This design comes from an exercise in tuning for small area, a short achievable clock period and few clock cycles per item on the open sky130 flow, not from production work. Function was checked by simulation only, so behaviour that the tests miss may differ from the original.

==> flow/design.v, too long to show whole: its modules and the start of the top module <==
// module loop_core: 190 lines
// module lc_m0: 1548 lines
// module lc_pa: 1554 lines
// module lc_pb: 1488 lines
module loop_core (
    input  wire        clk,
    input  wire        rst,
    input  wire        cfg_we,
    input  wire [5:0]  cfg_addr,
    input  wire [31:0] cfg_wdata,
    input  wire        start,
    input  wire [31:0] sp,
    input  wire [31:0] pv,
    input  wire [31:0] target,
    input  wire [31:0] out_lo,
    input  wire [31:0] out_hi,
    input  wire [3:0]  nsec,
    input  wire        integrate,
    input  wire        reset_states,
    output wire        ready,
    output reg         done,
    output reg  [31:0] out,
    output reg  [31:0] err,
    output reg  [7:0]  flags,
    input  wire [4:0]  rd_addr,
    output reg  [47:0] rd_data
);
  // ...
==> flow/run.sh <==
#!/bin/bash
# synth_recipe.tcl (not shown) runs the flow's synth.tcl, then flattens the netlist and writes it again
# the make line also repeats each setting of config.mk as NAME=value (left out here)
make -C /OpenROAD-flow-scripts/flow DESIGN_CONFIG=/design/flow/config.mk WORK_HOME=/design/flow/orfs CLKGATE_MAP_FILE= SYNTH_SCRIPT=/design/flow/synth_recipe.tcl finish
==> flow/config.mk <==
export PLATFORM = sky130hd
export DESIGN_NAME = loop_core
export DESIGN_NICKNAME = loop_core
export VERILOG_FILES = /design/flow/design.v
export SDC_FILE = /design/flow/constraint.sdc
export NUM_CORES = 8
export LEC_CHECK = 0
export CAP_MARGIN = 20
export CORE_MARGIN = 2
export CORE_UTILIZATION = 40
export PLACE_DENSITY = 0.6
export SLEW_MARGIN = 20
==> flow/constraint.sdc <==
create_clock -name core_clock -period 25.0 [get_ports {clk}]
set_input_delay 5.0000 -clock core_clock [delete_from_list [all_inputs] [get_ports {clk}]]
set_output_delay 5.0000 -clock core_clock [all_outputs]
set_load 0.01 [all_outputs]
==> results_dict.tcl, run 1 <==
set metrics [dict create \
    status "no timing/DRC/antenna violations" \
    critPathRequiredTime_ns 25.74 \
    num_rows 305 \
    synth_compound_area_frac 0.300 \
    top_regs "s1 x288, s2 x280" \
    stdcell_area_um2 296000 \
    worstHoldStart "lim_mm$_DFFE_PN_" \
    n_all_inverters 2488 \
    final_layout_size_suffix_gt1_frac 0.0831 \
    critical_path_arrival_ns 19.73 \
    cp-endpoint "s1[2][33]$_SDFFCE_PN0P_" \
    synth-xor-area-share 0.0151 \
    wl_um 1410000 \
    yosysMostFrequentCell "a21oi_1" \
    max_slew_margin 0.145 \
    min_to "flags[7]$_DFFE_PP_" \
    clkTransAtPathRegs_ns 0.06 \
    cts.sinks 2263 \
    synth-simple-area-share 0.136 \
    post-route-period-util 0.760 \
    synth.distinct_cells 98 \
    critical_path_class "primary input to register" \
    top_layer "met5" \
]
Testbench counts, summed over its fixed seeds: cycles 17,720, items 2,304.
==> module loop_core, before the edit <==
module loop_core (
    input  wire        clk,
    input  wire        rst,
    input  wire        cfg_we,
    input  wire [5:0]  cfg_addr,
    input  wire [31:0] cfg_wdata,
    input  wire        start,
    input  wire [31:0] sp,
    input  wire [31:0] pv,
    input  wire [31:0] target,
    input  wire [31:0] out_lo,
    input  wire [31:0] out_hi,
    input  wire [3:0]  nsec,
    input  wire        integrate,
    input  wire        reset_states,
    output wire        ready,
    output reg         done,
    output reg  [31:0] out,
    output reg  [31:0] err,
    output reg  [7:0]  flags,
    input  wire [4:0]  rd_addr,
    output reg  [47:0] rd_data
);
    reg        [30:0] beta, ki;
    reg        [30:0] cb0 [0:7];
    reg        [30:0] cb1 [0:7];
    reg        [30:0] cb2 [0:7];
    reg        [30:0] ca1 [0:7];
    reg        [30:0] ca2 [0:7];
    reg        [35:0] s1 [0:7];
    reg        [34:0] s2 [0:7];
    reg signed [31:0] integ;
    reg        [3:0]  nsec_prev;
    reg               busy;
    reg               first;       
    reg               fin;         
    reg               upd;         
    reg        [2:0]  sec;         
    reg        [2:0]  u;           
    reg        [3:0]  n_r;
    reg               int_r;
    reg signed [31:0] tgt_r, lo_r, hi_r;
    reg        [35:0] xs_r, xc_r;  
    reg               xl_r;
    reg        [30:0] x_r;         
    reg        [30:0] xd_r;        
    reg signed [34:0] i_r;         
    reg               f_err, f_sec, lim_mm;
    assign ready = !busy;
    wire [31:0] e_full = {sp[30], sp[30:0]} - {pv[30], pv[30:0]};
    wire        e_hi = (e_full[31:30] == 2'b01);
    wire        e_lo = (e_full[31:30] == 2'b10);
    wire [30:0] e_sat = e_hi ? 31'h3FFFFFFF : e_lo ? 31'h40000000 : e_full[30:0];
    wire [35:0] x0_full = xs_r + xc_r + xl_r;
    wire        x0_hi = !x0_full[35] && (x0_full[34:30] != 5'b00000);
    wire        x0_lo =  x0_full[35] && (x0_full[34:30] != 5'b11111);
    wire [30:0] x0_sat = x0_hi ? 31'h3FFFFFFF : x0_lo ? 31'h40000000 : x0_full[30:0];
    wire [30:0] xm = first ? x0_sat : x_r;
    wire [36:0] ya;
    lc_m0 m0 (.c(cb0[sec]), .x(xm), .s(s1[sec]), .y(ya));
    wire        ya_hi = !ya[36] && (ya[35:30] != 6'b000000);
    wire        ya_lo =  ya[36] && (ya[35:30] != 6'b111111);
    wire [30:0] y_sat = ya_hi ? 31'h3FFFFFFF : ya_lo ? 31'h40000000 : ya[30:0];
    wire [35:0] h1s, h1c, h2s, h2c, h3s, h3c, h4s, h4c;
    wire        h1l, h2l, h3l, h4l;
    lc_pa m1 (.c(busy ? cb1[u] : beta), .x(busy ? xd_r : sp[30:0]), .en(!busy), .v(pv),
              .hs(h1s), .hc(h1c), .cl(h1l));
    lc_pb m2 (.c(first ? ki : cb2[u]), .x(xd_r), .hs(h2s), .hc(h2c), .cl(h2l));
    lc_pb m3 (.c(ca1[u]), .x(x_r), .hs(h3s), .hc(h3c), .cl(h3l));
    lc_pb m4 (.c(ca2[u]), .x(x_r), .hs(h4s), .hc(h4c), .cl(h4l));
    wire [35:0] s1_new = h1s + h1c + h1l - h3s - h3c - h3l + {s2[u][34], s2[u]};
    wire [35:0] s2_new = h2s + h2c + h2l - h4s - h4c - h4l;
    wire signed [34:0] pk = s2_new[34:0];
    wire signed [30:0] yc = x_r;
    wire signed [35:0] s_auto = i_r + yc;
    wire        a_lo = s_auto < lo_r;
    wire        a_hi = s_auto > hi_r;
    wire signed [31:0] o_auto = a_lo ? lo_r : a_hi ? hi_r : s_auto[31:0];
    wire        t_lo = tgt_r < lo_r;
    wire        t_hi = tgt_r > hi_r;
    wire signed [31:0] o_pre = t_lo ? lo_r : t_hi ? hi_r : tgt_r;
    wire signed [31:0] o_sel = int_r ? o_auto : o_pre;
    wire        chg = int_r ? (a_lo | a_hi) : (t_lo | t_hi);
    wire signed [31:0] integ_new = o_sel - yc;
    wire last = (sec == n_r[2:0] - 3'd1);
    integer k;
    always @(posedge clk) begin
        if (rst) begin
            busy      <= 1'b0;
            done      <= 1'b0;
            nsec_prev <= 4'd0;
            integ     <= 32'sd0;
            beta      <= 31'h08000000;
            ki        <= 31'd0;
            for (k = 0; k < 8; k = k + 1) begin
                cb0[k] <= 31'd0; cb1[k] <= 31'd0; cb2[k] <= 31'd0;
                ca1[k] <= 31'd0; ca2[k] <= 31'd0;
                s1[k]  <= 36'd0; s2[k]  <= 35'd0;
            end
        end else begin
            done <= 1'b0;
            if (!busy) begin
                if (cfg_we && !start && cfg_addr < 6'd42) begin
                    if (cfg_addr == 6'd0) beta <= cfg_wdata[30:0];
                    if (cfg_addr == 6'd1) ki   <= cfg_wdata[30:0];
                    for (k = 0; k < 8; k = k + 1) begin
                        if (cfg_addr == 2 + 5*k) cb0[k] <= cfg_wdata[30:0];
                        if (cfg_addr == 3 + 5*k) cb1[k] <= cfg_wdata[30:0];
                        if (cfg_addr == 4 + 5*k) cb2[k] <= cfg_wdata[30:0];
                        if (cfg_addr == 5 + 5*k) ca1[k] <= cfg_wdata[30:0];
                        if (cfg_addr == 6 + 5*k) ca2[k] <= cfg_wdata[30:0];
                    end
                end
                if (start) begin
                    busy  <= 1'b1;
                    first <= 1'b1;
                    fin   <= 1'b0;
                    upd   <= 1'b0;
                    err   <= {e_sat[30], e_sat};
                    f_err <= e_hi | e_lo;
                    for (k = 0; k < 8; k = k + 1)
                        if (reset_states || (k >= nsec_prev && k < nsec)) begin
                            s1[k] <= 36'd0;
                            s2[k] <= 35'd0;
                        end
                end
            end else begin
                if (upd) begin
                    s1[u] <= s1_new;
                    s2[u] <= s2_new[34:0];
                end
                if (first) begin
                    first <= 1'b0;
                    i_r   <= integ + pk;
                    xd_r  <= x0_sat;
                    f_err <= f_err | x0_hi | x0_lo;
                    if (n_r == 4'd0) begin
                        x_r <= x0_sat;
                        fin <= 1'b1;
                    end else begin
                        x_r   <= y_sat;
                        f_sec <= ya_hi | ya_lo;
                        upd   <= 1'b1;
                        sec   <= 3'd1;
                        u     <= 3'd0;
                        fin   <= (n_r == 4'd1);
                    end
                end else if (!fin) begin
                    x_r   <= y_sat;
                    xd_r  <= x_r;
                    f_sec <= f_sec | ya_hi | ya_lo;
                    sec   <= sec + 3'd1;
                    u     <= sec;
                    fin   <= last;
                end else begin
                    out   <= o_sel;
                    integ <= integ_new;
                    flags <= {lim_mm, chg & (o_sel == hi_r), chg & (o_sel == lo_r),
                              int_r & chg, 2'b00, f_sec, f_err};
                    nsec_prev <= n_r;
                    done  <= 1'b1;
                    busy  <= 1'b0;
                end
            end
        end
        xs_r <= h1s;
        xc_r <= h1c;
        xl_r <= h1l;
        if (!busy) begin
            sec    <= 3'd0;
            x_r    <= 31'd0;
            xd_r   <= e_sat;
            tgt_r  <= target;
            n_r    <= nsec;
            int_r  <= integrate;
            lo_r   <= out_lo;
            hi_r   <= ($signed(out_lo) > $signed(out_hi)) ? out_lo : out_hi;
            lim_mm <= $signed(out_lo) > $signed(out_hi);
            f_sec  <= 1'b0;
        end
    end
    always @(*) begin
        if (rd_addr[4])
            rd_data = (rd_addr[3:0] == 4'd0) ? {{16{integ[31]}}, integ} : 48'd0;
        else if (rd_addr[3])
            rd_data = {{13{s2[rd_addr[2:0]][34]}}, s2[rd_addr[2:0]]};
        else
            rd_data = {{12{s1[rd_addr[2:0]][35]}}, s1[rd_addr[2:0]]};
    end
endmodule
==> run 2, diff against run 1 <==
--- a/flow/design.v
+++ b/flow/design.v
@@ -24,9 +24,29 @@
     reg        [30:0] beta, ki;
-    reg        [30:0] cb0 [0:7];
-    reg        [30:0] cb1 [0:7];
-    reg        [30:0] cb2 [0:7];
-    reg        [30:0] ca1 [0:7];
-    reg        [30:0] ca2 [0:7];
-    reg        [35:0] s1 [0:7];
-    reg        [34:0] s2 [0:7];
+    reg        [30:0] b0_0, b1_0, b2_0, a1_0, a2_0;
+    reg        [35:0] s1_0;
+    reg        [34:0] s2_0;
+    reg        [30:0] b0_1, b1_1, b2_1, a1_1, a2_1;
+    reg        [35:0] s1_1;
+    reg        [34:0] s2_1;
+    reg        [30:0] b0_2, b1_2, b2_2, a1_2, a2_2;
+    reg        [35:0] s1_2;
+    reg        [34:0] s2_2;
+    reg        [30:0] b0_3, b1_3, b2_3, a1_3, a2_3;
+    reg        [35:0] s1_3;
+    reg        [34:0] s2_3;
+    reg        [30:0] b0_4, b1_4, b2_4, a1_4, a2_4;
+    reg        [35:0] s1_4;
+    reg        [34:0] s2_4;
+    reg        [30:0] b0_5, b1_5, b2_5, a1_5, a2_5;
+    reg        [35:0] s1_5;
+    reg        [34:0] s2_5;
+    reg        [30:0] b0_6, b1_6, b2_6, a1_6, a2_6;
+    reg        [35:0] s1_6;
+    reg        [34:0] s2_6;
+    reg        [30:0] b0_7, b1_7, b2_7, a1_7, a2_7;
+    reg        [35:0] s1_7;
+    reg        [34:0] s2_7;
+    reg        [30:0] rb0, rb1, rb2, ra1, ra2;
+    reg        [35:0] rs1;
+    reg        [34:0] rs2;
     reg signed [31:0] integ;
@@ -59,3 +79,3 @@
     wire [36:0] ya;
-    lc_m0 m0 (.c(cb0[sec]), .x(xm), .s(s1[sec]), .y(ya));
+    lc_m0 m0 (.c(rb0), .x(xm), .s(rs1), .y(ya));
     wire        ya_hi = !ya[36] && (ya[35:30] != 6'b000000);
@@ -65,8 +85,10 @@
     wire        h1l, h2l, h3l, h4l;
-    lc_pa m1 (.c(busy ? cb1[u] : beta), .x(busy ? xd_r : sp[30:0]), .en(!busy), .v(pv),
-              .hs(h1s), .hc(h1c), .cl(h1l));
-    lc_pb m2 (.c(first ? ki : cb2[u]), .x(xd_r), .hs(h2s), .hc(h2c), .cl(h2l));
-    lc_pb m3 (.c(ca1[u]), .x(x_r), .hs(h3s), .hc(h3c), .cl(h3l));
-    lc_pb m4 (.c(ca2[u]), .x(x_r), .hs(h4s), .hc(h4c), .cl(h4l));
-    wire [35:0] s1_new = h1s + h1c + h1l - h3s - h3c - h3l + {s2[u][34], s2[u]};
+    lc_pb m1 (.c(rb1), .x(xd_r), .hs(h1s), .hc(h1c), .cl(h1l));
+    wire [35:0] hbs, hbc;
+    wire        hbl;
+    lc_pa mb (.c(sp[30:0]), .x(beta), .en(1'b1), .v(pv), .hs(hbs), .hc(hbc), .cl(hbl));
+    lc_pb m2 (.c(first ? ki : rb2), .x(xd_r), .hs(h2s), .hc(h2c), .cl(h2l));
+    lc_pb m3 (.c(ra1), .x(x_r), .hs(h3s), .hc(h3c), .cl(h3l));
+    lc_pb m4 (.c(ra2), .x(x_r), .hs(h4s), .hc(h4c), .cl(h4l));
+    wire [35:0] s1_new = h1s + h1c + h1l - h3s - h3c - h3l + {rs2[34], rs2};
     wire [35:0] s2_new = h2s + h2c + h2l - h4s - h4c - h4l;
@@ -74,3 +96,3 @@
     wire signed [30:0] yc = x_r;
-    wire signed [35:0] s_auto = i_r + yc;
+    wire signed [35:0] s_auto = integ + i_r + yc;
     wire        a_lo = s_auto < lo_r;
@@ -85,3 +107,2 @@
     wire last = (sec == n_r[2:0] - 3'd1);
-    integer k;
     always @(posedge clk) begin
@@ -92,9 +113,2 @@
             integ     <= 32'sd0;
-            beta      <= 31'h08000000;
-            ki        <= 31'd0;
-            for (k = 0; k < 8; k = k + 1) begin
-                cb0[k] <= 31'd0; cb1[k] <= 31'd0; cb2[k] <= 31'd0;
-                ca1[k] <= 31'd0; ca2[k] <= 31'd0;
-                s1[k]  <= 36'd0; s2[k]  <= 35'd0;
-            end
         end else begin
@@ -102,13 +116,2 @@
             if (!busy) begin
-                if (cfg_we && !start && cfg_addr < 6'd42) begin
-                    if (cfg_addr == 6'd0) beta <= cfg_wdata[30:0];
-                    if (cfg_addr == 6'd1) ki   <= cfg_wdata[30:0];
-                    for (k = 0; k < 8; k = k + 1) begin
-                        if (cfg_addr == 2 + 5*k) cb0[k] <= cfg_wdata[30:0];
-                        if (cfg_addr == 3 + 5*k) cb1[k] <= cfg_wdata[30:0];
-                        if (cfg_addr == 4 + 5*k) cb2[k] <= cfg_wdata[30:0];
-                        if (cfg_addr == 5 + 5*k) ca1[k] <= cfg_wdata[30:0];
-                        if (cfg_addr == 6 + 5*k) ca2[k] <= cfg_wdata[30:0];
-                    end
-                end
                 if (start) begin
@@ -120,16 +123,7 @@
                     f_err <= e_hi | e_lo;
-                    for (k = 0; k < 8; k = k + 1)
-                        if (reset_states || (k >= nsec_prev && k < nsec)) begin
-                            s1[k] <= 36'd0;
-                            s2[k] <= 35'd0;
-                        end
                 end
             end else begin
-                if (upd) begin
-                    s1[u] <= s1_new;
-                    s2[u] <= s2_new[34:0];
-                end
                 if (first) begin
                     first <= 1'b0;
-                    i_r   <= integ + pk;
+                    i_r   <= pk;
                     xd_r  <= x0_sat;
@@ -165,5 +159,5 @@
         end
-        xs_r <= h1s;
-        xc_r <= h1c;
-        xl_r <= h1l;
+        xs_r <= hbs;
+        xc_r <= hbc;
+        xl_r <= hbl;
         if (!busy) begin
@@ -181,9 +175,179 @@
     end
+    wire wr = !busy && cfg_we && !start;
+    always @(posedge clk)
+        if (rst || (wr && cfg_addr == 6'd0)) beta <= rst ? 31'h08000000 : cfg_wdata[30:0];
+    always @(posedge clk)
+        if (rst || (wr && cfg_addr == 6'd1)) ki <= rst ? 31'h00000000 : cfg_wdata[30:0];
+    always @(posedge clk)
+        if (rst || (wr && cfg_addr == 6'd2)) b0_0 <= rst ? 31'h00000000 : cfg_wdata[30:0];
+    always @(posedge clk)
+        if (rst || (wr && cfg_addr == 6'd3)) b1_0 <= rst ? 31'h00000000 : cfg_wdata[30:0];
+    always @(posedge clk)
+        if (rst || (wr && cfg_addr == 6'd4)) b2_0 <= rst ? 31'h00000000 : cfg_wdata[30:0];
+    always @(posedge clk)
+        if (rst || (wr && cfg_addr == 6'd5)) a1_0 <= rst ? 31'h00000000 : cfg_wdata[30:0];
+    always @(posedge clk)
+        if (rst || (wr && cfg_addr == 6'd6)) a2_0 <= rst ? 31'h00000000 : cfg_wdata[30:0];
+    always @(posedge clk)
+        if (rst || (wr && cfg_addr == 6'd7)) b0_1 <= rst ? 31'h00000000 : cfg_wdata[30:0];
+    always @(posedge clk)
+        if (rst || (wr && cfg_addr == 6'd8)) b1_1 <= rst ? 31'h00000000 : cfg_wdata[30:0];
+    always @(posedge clk)
+        if (rst || (wr && cfg_addr == 6'd9)) b2_1 <= rst ? 31'h00000000 : cfg_wdata[30:0];
+    always @(posedge clk)
+        if (rst || (wr && cfg_addr == 6'd10)) a1_1 <= rst ? 31'h00000000 : cfg_wdata[30:0];
+    always @(posedge clk)
+        if (rst || (wr && cfg_addr == 6'd11)) a2_1 <= rst ? 31'h00000000 : cfg_wdata[30:0];
+    always @(posedge clk)
+        if (rst || (wr && cfg_addr == 6'd12)) b0_2 <= rst ? 31'h00000000 : cfg_wdata[30:0];
+    always @(posedge clk)
+        if (rst || (wr && cfg_addr == 6'd13)) b1_2 <= rst ? 31'h00000000 : cfg_wdata[30:0];
+    always @(posedge clk)
+        if (rst || (wr && cfg_addr == 6'd14)) b2_2 <= rst ? 31'h00000000 : cfg_wdata[30:0];
+    always @(posedge clk)
+        if (rst || (wr && cfg_addr == 6'd15)) a1_2 <= rst ? 31'h00000000 : cfg_wdata[30:0];
+    always @(posedge clk)
+        if (rst || (wr && cfg_addr == 6'd16)) a2_2 <= rst ? 31'h00000000 : cfg_wdata[30:0];
+    always @(posedge clk)
+        if (rst || (wr && cfg_addr == 6'd17)) b0_3 <= rst ? 31'h00000000 : cfg_wdata[30:0];
+    always @(posedge clk)
+        if (rst || (wr && cfg_addr == 6'd18)) b1_3 <= rst ? 31'h00000000 : cfg_wdata[30:0];
+    always @(posedge clk)
+        if (rst || (wr && cfg_addr == 6'd19)) b2_3 <= rst ? 31'h00000000 : cfg_wdata[30:0];
+    always @(posedge clk)
+        if (rst || (wr && cfg_addr == 6'd20)) a1_3 <= rst ? 31'h00000000 : cfg_wdata[30:0];
+    always @(posedge clk)
+        if (rst || (wr && cfg_addr == 6'd21)) a2_3 <= rst ? 31'h00000000 : cfg_wdata[30:0];
+    always @(posedge clk)
+        if (rst || (wr && cfg_addr == 6'd22)) b0_4 <= rst ? 31'h00000000 : cfg_wdata[30:0];
+    always @(posedge clk)
+        if (rst || (wr && cfg_addr == 6'd23)) b1_4 <= rst ? 31'h00000000 : cfg_wdata[30:0];
+    always @(posedge clk)
+        if (rst || (wr && cfg_addr == 6'd24)) b2_4 <= rst ? 31'h00000000 : cfg_wdata[30:0];
+    always @(posedge clk)
+        if (rst || (wr && cfg_addr == 6'd25)) a1_4 <= rst ? 31'h00000000 : cfg_wdata[30:0];
+    always @(posedge clk)
+        if (rst || (wr && cfg_addr == 6'd26)) a2_4 <= rst ? 31'h00000000 : cfg_wdata[30:0];
+    always @(posedge clk)
+        if (rst || (wr && cfg_addr == 6'd27)) b0_5 <= rst ? 31'h00000000 : cfg_wdata[30:0];
+    always @(posedge clk)
+        if (rst || (wr && cfg_addr == 6'd28)) b1_5 <= rst ? 31'h00000000 : cfg_wdata[30:0];
+    always @(posedge clk)
+        if (rst || (wr && cfg_addr == 6'd29)) b2_5 <= rst ? 31'h00000000 : cfg_wdata[30:0];
+    always @(posedge clk)
+        if (rst || (wr && cfg_addr == 6'd30)) a1_5 <= rst ? 31'h00000000 : cfg_wdata[30:0];
+    always @(posedge clk)
+        if (rst || (wr && cfg_addr == 6'd31)) a2_5 <= rst ? 31'h00000000 : cfg_wdata[30:0];
+    always @(posedge clk)
+        if (rst || (wr && cfg_addr == 6'd32)) b0_6 <= rst ? 31'h00000000 : cfg_wdata[30:0];
+    always @(posedge clk)
+        if (rst || (wr && cfg_addr == 6'd33)) b1_6 <= rst ? 31'h00000000 : cfg_wdata[30:0];
+    always @(posedge clk)
+        if (rst || (wr && cfg_addr == 6'd34)) b2_6 <= rst ? 31'h00000000 : cfg_wdata[30:0];
+    always @(posedge clk)
+        if (rst || (wr && cfg_addr == 6'd35)) a1_6 <= rst ? 31'h00000000 : cfg_wdata[30:0];
+    always @(posedge clk)
+        if (rst || (wr && cfg_addr == 6'd36)) a2_6 <= rst ? 31'h00000000 : cfg_wdata[30:0];
+    always @(posedge clk)
+        if (rst || (wr && cfg_addr == 6'd37)) b0_7 <= rst ? 31'h00000000 : cfg_wdata[30:0];
+    always @(posedge clk)
+        if (rst || (wr && cfg_addr == 6'd38)) b1_7 <= rst ? 31'h00000000 : cfg_wdata[30:0];
+    always @(posedge clk)
+        if (rst || (wr && cfg_addr == 6'd39)) b2_7 <= rst ? 31'h00000000 : cfg_wdata[30:0];
+    always @(posedge clk)
+        if (rst || (wr && cfg_addr == 6'd40)) a1_7 <= rst ? 31'h00000000 : cfg_wdata[30:0];
+    always @(posedge clk)
+        if (rst || (wr && cfg_addr == 6'd41)) a2_7 <= rst ? 31'h00000000 : cfg_wdata[30:0];
+    always @(*) begin
+        case (sec)
+            3'd0: begin rb0 = b0_0; rs1 = s1_0; end
+            3'd1: begin rb0 = b0_1; rs1 = s1_1; end
+            3'd2: begin rb0 = b0_2; rs1 = s1_2; end
+            3'd3: begin rb0 = b0_3; rs1 = s1_3; end
+            3'd4: begin rb0 = b0_4; rs1 = s1_4; end
+            3'd5: begin rb0 = b0_5; rs1 = s1_5; end
+            3'd6: begin rb0 = b0_6; rs1 = s1_6; end
+            3'd7: begin rb0 = b0_7; rs1 = s1_7; end
+        endcase
+        case (u)
+            3'd0: begin rb1 = b1_0; rb2 = b2_0; ra1 = a1_0; ra2 = a2_0; rs2 = s2_0; end
+            3'd1: begin rb1 = b1_1; rb2 = b2_1; ra1 = a1_1; ra2 = a2_1; rs2 = s2_1; end
+            3'd2: begin rb1 = b1_2; rb2 = b2_2; ra1 = a1_2; ra2 = a2_2; rs2 = s2_2; end
+            3'd3: begin rb1 = b1_3; rb2 = b2_3; ra1 = a1_3; ra2 = a2_3; rs2 = s2_3; end
+            3'd4: begin rb1 = b1_4; rb2 = b2_4; ra1 = a1_4; ra2 = a2_4; rs2 = s2_4; end
+            3'd5: begin rb1 = b1_5; rb2 = b2_5; ra1 = a1_5; ra2 = a2_5; rs2 = s2_5; end
+            3'd6: begin rb1 = b1_6; rb2 = b2_6; ra1 = a1_6; ra2 = a2_6; rs2 = s2_6; end
+            3'd7: begin rb1 = b1_7; rb2 = b2_7; ra1 = a1_7; ra2 = a2_7; rs2 = s2_7; end
+        endcase
+    end
+    wire clr = rst || !busy;
+    wire en_0 = rst || (!busy && start && (reset_states || (nsec_prev <= 4'd0 && nsec > 4'd0))) || (busy && upd && u == 3'd0);
+    always @(posedge clk)
+        if (en_0) begin
+            s1_0 <= clr ? 36'd0 : s1_new;
+            s2_0 <= clr ? 35'd0 : s2_new[34:0];
+        end
+    wire en_1 = rst || (!busy && start && (reset_states || (nsec_prev <= 4'd1 && nsec > 4'd1))) || (busy && upd && u == 3'd1);
+    always @(posedge clk)
+        if (en_1) begin
+            s1_1 <= clr ? 36'd0 : s1_new;
+            s2_1 <= clr ? 35'd0 : s2_new[34:0];
+        end
+    wire en_2 = rst || (!busy && start && (reset_states || (nsec_prev <= 4'd2 && nsec > 4'd2))) || (busy && upd && u == 3'd2);
+    always @(posedge clk)
+        if (en_2) begin
+            s1_2 <= clr ? 36'd0 : s1_new;
+            s2_2 <= clr ? 35'd0 : s2_new[34:0];
+        end
+    wire en_3 = rst || (!busy && start && (reset_states || (nsec_prev <= 4'd3 && nsec > 4'd3))) || (busy && upd && u == 3'd3);
+    always @(posedge clk)
+        if (en_3) begin
+            s1_3 <= clr ? 36'd0 : s1_new;
+            s2_3 <= clr ? 35'd0 : s2_new[34:0];
+        end
+    wire en_4 = rst || (!busy && start && (reset_states || (nsec_prev <= 4'd4 && nsec > 4'd4))) || (busy && upd && u == 3'd4);
+    always @(posedge clk)
+        if (en_4) begin
+            s1_4 <= clr ? 36'd0 : s1_new;
+            s2_4 <= clr ? 35'd0 : s2_new[34:0];
+        end
+    wire en_5 = rst || (!busy && start && (reset_states || (nsec_prev <= 4'd5 && nsec > 4'd5))) || (busy && upd && u == 3'd5);
+    always @(posedge clk)
+        if (en_5) begin
+            s1_5 <= clr ? 36'd0 : s1_new;
+            s2_5 <= clr ? 35'd0 : s2_new[34:0];
+        end
+    wire en_6 = rst || (!busy && start && (reset_states || (nsec_prev <= 4'd6 && nsec > 4'd6))) || (busy && upd && u == 3'd6);
+    always @(posedge clk)
+        if (en_6) begin
+            s1_6 <= clr ? 36'd0 : s1_new;
+            s2_6 <= clr ? 35'd0 : s2_new[34:0];
+        end
+    wire en_7 = rst || (!busy && start && (reset_states || (nsec_prev <= 4'd7 && nsec > 4'd7))) || (busy && upd && u == 3'd7);
+    always @(posedge clk)
+        if (en_7) begin
+            s1_7 <= clr ? 36'd0 : s1_new;
+            s2_7 <= clr ? 35'd0 : s2_new[34:0];
+        end
     always @(*) begin
-        if (rd_addr[4])
-            rd_data = (rd_addr[3:0] == 4'd0) ? {{16{integ[31]}}, integ} : 48'd0;
-        else if (rd_addr[3])
-            rd_data = {{13{s2[rd_addr[2:0]][34]}}, s2[rd_addr[2:0]]};
-        else
-            rd_data = {{12{s1[rd_addr[2:0]][35]}}, s1[rd_addr[2:0]]};
+        case (rd_addr)
+            5'd0: rd_data = {{12{s1_0[35]}}, s1_0};
+            5'd1: rd_data = {{12{s1_1[35]}}, s1_1};
+            5'd2: rd_data = {{12{s1_2[35]}}, s1_2};
+            5'd3: rd_data = {{12{s1_3[35]}}, s1_3};
+            5'd4: rd_data = {{12{s1_4[35]}}, s1_4};
+            5'd5: rd_data = {{12{s1_5[35]}}, s1_5};
+            5'd6: rd_data = {{12{s1_6[35]}}, s1_6};
+            5'd7: rd_data = {{12{s1_7[35]}}, s1_7};
+            5'd8: rd_data = {{13{s2_0[34]}}, s2_0};
+            5'd9: rd_data = {{13{s2_1[34]}}, s2_1};
+            5'd10: rd_data = {{13{s2_2[34]}}, s2_2};
+            5'd11: rd_data = {{13{s2_3[34]}}, s2_3};
+            5'd12: rd_data = {{13{s2_4[34]}}, s2_4};
+            5'd13: rd_data = {{13{s2_5[34]}}, s2_5};
+            5'd14: rd_data = {{13{s2_6[34]}}, s2_6};
+            5'd15: rd_data = {{13{s2_7[34]}}, s2_7};
+            5'd16: rd_data = {{16{integ[31]}}, integ};
+            default: rd_data = 48'd0;
+        endcase
     end
--- a/flow/config.mk
+++ b/flow/config.mk
@@ -7,5 +7,6 @@
 export LEC_CHECK = 0
+export ABC_AREA = 1
 export CAP_MARGIN = 20
 export CORE_MARGIN = 2
-export CORE_UTILIZATION = 40
+export CORE_UTILIZATION = 50
 export PLACE_DENSITY = 0.6
==> run 2 against run 1 <==
  * Still clean
  * Global-route usage increased by 3.3 points
  * Maximum frequency increased by 19%
  * Core utilization increased by 12 points
  * Worst hold slack improved by 0.0087 ns
  * Design area decreased by 16%
  * Register-to-register slack improved by 2.4 ns
  * Cell count decreased by 33%
  * Non-clock buffer count decreased by 385
==> results_dict.tcl, run 2 <==
set metrics [dict create \
    syn2layout_area_growth_pct 8.63 \
    final_layout_size_suffix_gt1_frac 0.0679 \
    drc 0 \
    vias 191000 \
    synthMuxAreaShare 0.00106 \
    post-route-period-util 0.639 \
    final-setup-viol-count 0 \
    startpoint_type "register" \
    layout_setup_ws_ns 9.03 \
    antenna_found_initial 83 \
    skew_ns 0.111 \
    viasPerCell 6.61 \
    drtAntennaViolNets 0 \
    port_buffers 330 \
    hold_violations 0 \
    status "no timing/DRC/antenna violations" \
    final_common_cell "inv_1" \
    synth-xor-area-share 0.117 \
    ys_seq_elements 2257 \
    cts-resized-gates 0 \
    synth.distinct_cells 67 \
    stdcell_area_um2 247000 \
    yosysSeqAreaShare 0.292 \
    max_slew_margin 0.0877 \
    synth-simple-area-share 0.0567 \
    cts_hold_buf 0 \
    num_rows 247 \
    hold_depth 0 \
    pre_cts_slack_ns 9.45 \
    wl_um 979000 \
    synth_top_area_cell "edfxtp_1" \
    clkTransAtPathRegs_ns 0.06 \
    yosysMostFrequentCell "inv_1" \
    die_area_um2 460000 \
    syn_area_um2 227000 \
    htreeDepth 4 \
    crit_slowest_cell "xor2_1" \
    clk_latency_ns 1.01 \
    crit_path_end_kind "register" \
    async_reset_ff_frac 0 \
    most-common-layout-cells "inv_1 (3499), xor2_1 (2902), o22ai_1 (2874), fa_1 (2659), edfxtp_1 (2114)" \
    rsz0062_at_grt "false" \
    cp_common_cell "fa_1" \
    overflow 0 \
    synth.avg_cell_area_um2 9.77 \
    first_global_vias 189000 \
    worstReg2RegEnd "i_r[32]$_DFFE_PP_" \
    critPathMaxStageDelay_ns 0.94 \
    dp_cells 28500 \
    tightest_slew_ns 1.33 \
    tns_ns 0 \
    ff2ff_path_depth 53 \
    drv_cap 0 \
    dpl-instance-area_um2 239000 \
    die_y_um 678 \
    period_minus_slack_ns 15.97 \
    layout.nets 26600 \
    r2r-start "u[2]$_SDFFCE_PP0P_" \
    post_cts_buffers 0 \
    fmax_ghz 0.0626 \
    post-route-util 0.546 \
    synthFlopType "edfxtp_1" \
    netlist_instances 23300 \
    cts_tree "built" \
    grt_pass1_wl_um 1380000 \
    synthAdderAreaFrac 0.287 \
    grt_max_degree 97 \
    min_to "flags[7]$_DFFE_PP_" \
    start_util 0.502 \
    regToRegSetupSlack_ns 9.03 \
    yosys_warnings 1 \
    path_max_fanout 87 \
    final_cells 29000 \
    cts-root-buf "clkbuf_16" \
    critical_path_class "register to register" \
    synth_top_family_by_area "adder cells" \
    maxSlewViolCount 0 \
    yosysTopAreaCellShare 0.279 \
    worstHoldStart "lim_mm$_DFFE_PN_" \
    critPathRequiredTime_ns 25.52 \
    hp-class "register to register" \
    synth_compound_area_frac 0.156 \
    ios 335 \
    critical_path_arrival_ns 16.49 \
    synth_common_cells "inv_1 (3542), xor2_1 (2911), o22ai_1 (2874)" \
    numCtsBuffers 232 \
    gp_congestion 1.01 \
    holdWs_ns 0.433 \
    drtIter0Drc 26700 \
    cts.sinks 2257 \
    drt_pass1_iterations 9 \
    die_x_um 678 \
    grtUsageTotal 0.416 \
    hpwl_um 664000 \
    synthTopCellsByArea "edfxtp_1 (28%), fa_1 (23%), xor2_1 (11%)" \
    cts_buffer_depth 4 \
    core_um2 453000 \
    wl_per_cell_um 33.8 \
    synth_edf_count 2114 \
]
-- run 2: cell types whose count changed in the layout (fill, tap and decap cells not counted), sizes merged, moves of 432 or more --
cell	previous run	this run
a311oi	498	3
nand3	672	240
inv	2505	3604
edfxtp	812	2114
nor2	2491	689
dfxtp	1451	143
o22ai	1463	2874
a21oi	5440	622
nand2	4393	1891
nor3	900	67
xor2	131	2911
o21ai	2440	1110
o221ai	939	27
-- run 2: how the worst max path moves through the flow --
| stage | start | end | slack (ns) | depth (start not counted) |
|---|---|---|---|---|
| floorplan | rd_addr[1] | rd_data[36] | 13.13 | 9 |
| global placement | u[2]$_SDFFCE_PP0P_ | i_r[32]$_DFFE_PP_ | 9.40 | 53 |
| detailed placement | u[2]$_SDFFCE_PP0P_ | i_r[32]$_DFFE_PP_ | 9.45 | 53 |
| CTS | u[2]$_SDFFCE_PP0P_ | i_r[32]$_DFFE_PP_ | 9.43 | 53 |
| global route | u[2]$_SDFFCE_PP0P_ | i_r[32]$_DFFE_PP_ | 8.60 | 53 |
| finish | u[2]$_SDFFCE_PP0P_ | i_r[32]$_DFFE_PP_ | 9.03 | 53 |
-- run 2: critical path: cells and delay by family, from the launching register on --
| family | cells | cell delay, ns |
|---|---|---|
| adder cells (fa/ha/maj) | 11 | 4.71 |
| AO/OA/AOI/OAI | 15 | 3.94 |
| buffers and inverters | 12 | 3.31 |
| AND/OR/NAND/NOR | 13 | 1.55 |
| XOR/XNOR | 2 | 1.18 |
| flip-flops | 1 | 0.67 |
-- run 2: logic make-up (layout without fill, tap and decap cells) --
family	Yosys count	after routing
AO/OA/AOI/OAI	5710	5710
buffers and inverters	5481	5147
adder cells (fa/ha/maj)	3617	3617
AND/OR/NAND/NOR	3145	3145
XOR/XNOR	3042	3042
flip-flops	2257	2257
multiplexers	24	24
other	1	41
-- run 2: cell type report --
type,instances,area [um^2]
fillers,40200,206000
multi-input cells,15500,143000
flip-flops and latches,2257,66400
inverters,3634,13700
repair buffers,1086,9170
well taps,5976,7480
clock buffers,275,6010
clock inverters,152,1410
diodes,39,97.6
-- run 2: per-layer routing --
| metal | global-route usage | vias to the layer above | wire (um) |
|---|---|---|---|
| met5 | 0.00219 | - | 380 |
| li1 | - | 77900 | - |
| met4 | 0.310 | 56 | 91400 |
| met1 | 0.510 | 94600 | 341000 |
| met3 | 0.149 | 4162 | 138000 |
| met2 | 0.604 | 14600 | 408000 |
Testbench counts of run 2, summed over its fixed seeds: cycles 17,720, items 2,304.

[what the ideal ports hide]
Ports are ideal in the flow. The routed layouts listed here were re-timed in OpenROAD.
Step 1 sets driving cells, clkbuf_16 on the clock port and buf_2 on the other inputs (assumed; they add their load-dependent delay and slew).
Step 2 also shifts input and output timing later by t, the mid clock arrival at the registers, as if the neighbouring blocks saw the same clock.
Slacks: ideal ports / drivers / drivers and shift; pairs: ideal ports / drivers.
run | t (ns) | slack for setup (ns) | slew at the worst register clock pin (ns)
run 1 | 1.151 | 6.007 / 6.090 / 4.940 | 0.09 / 0.09
run 2 | 1.094 | 9.034 / 9.034 / 9.034 | 0.08 / 0.08
After both steps setup and hold are still met in every run listed. The setup slack of run 1, which loses most, moves by +0.083 ns with the drivers and by -1.067 ns with both steps.
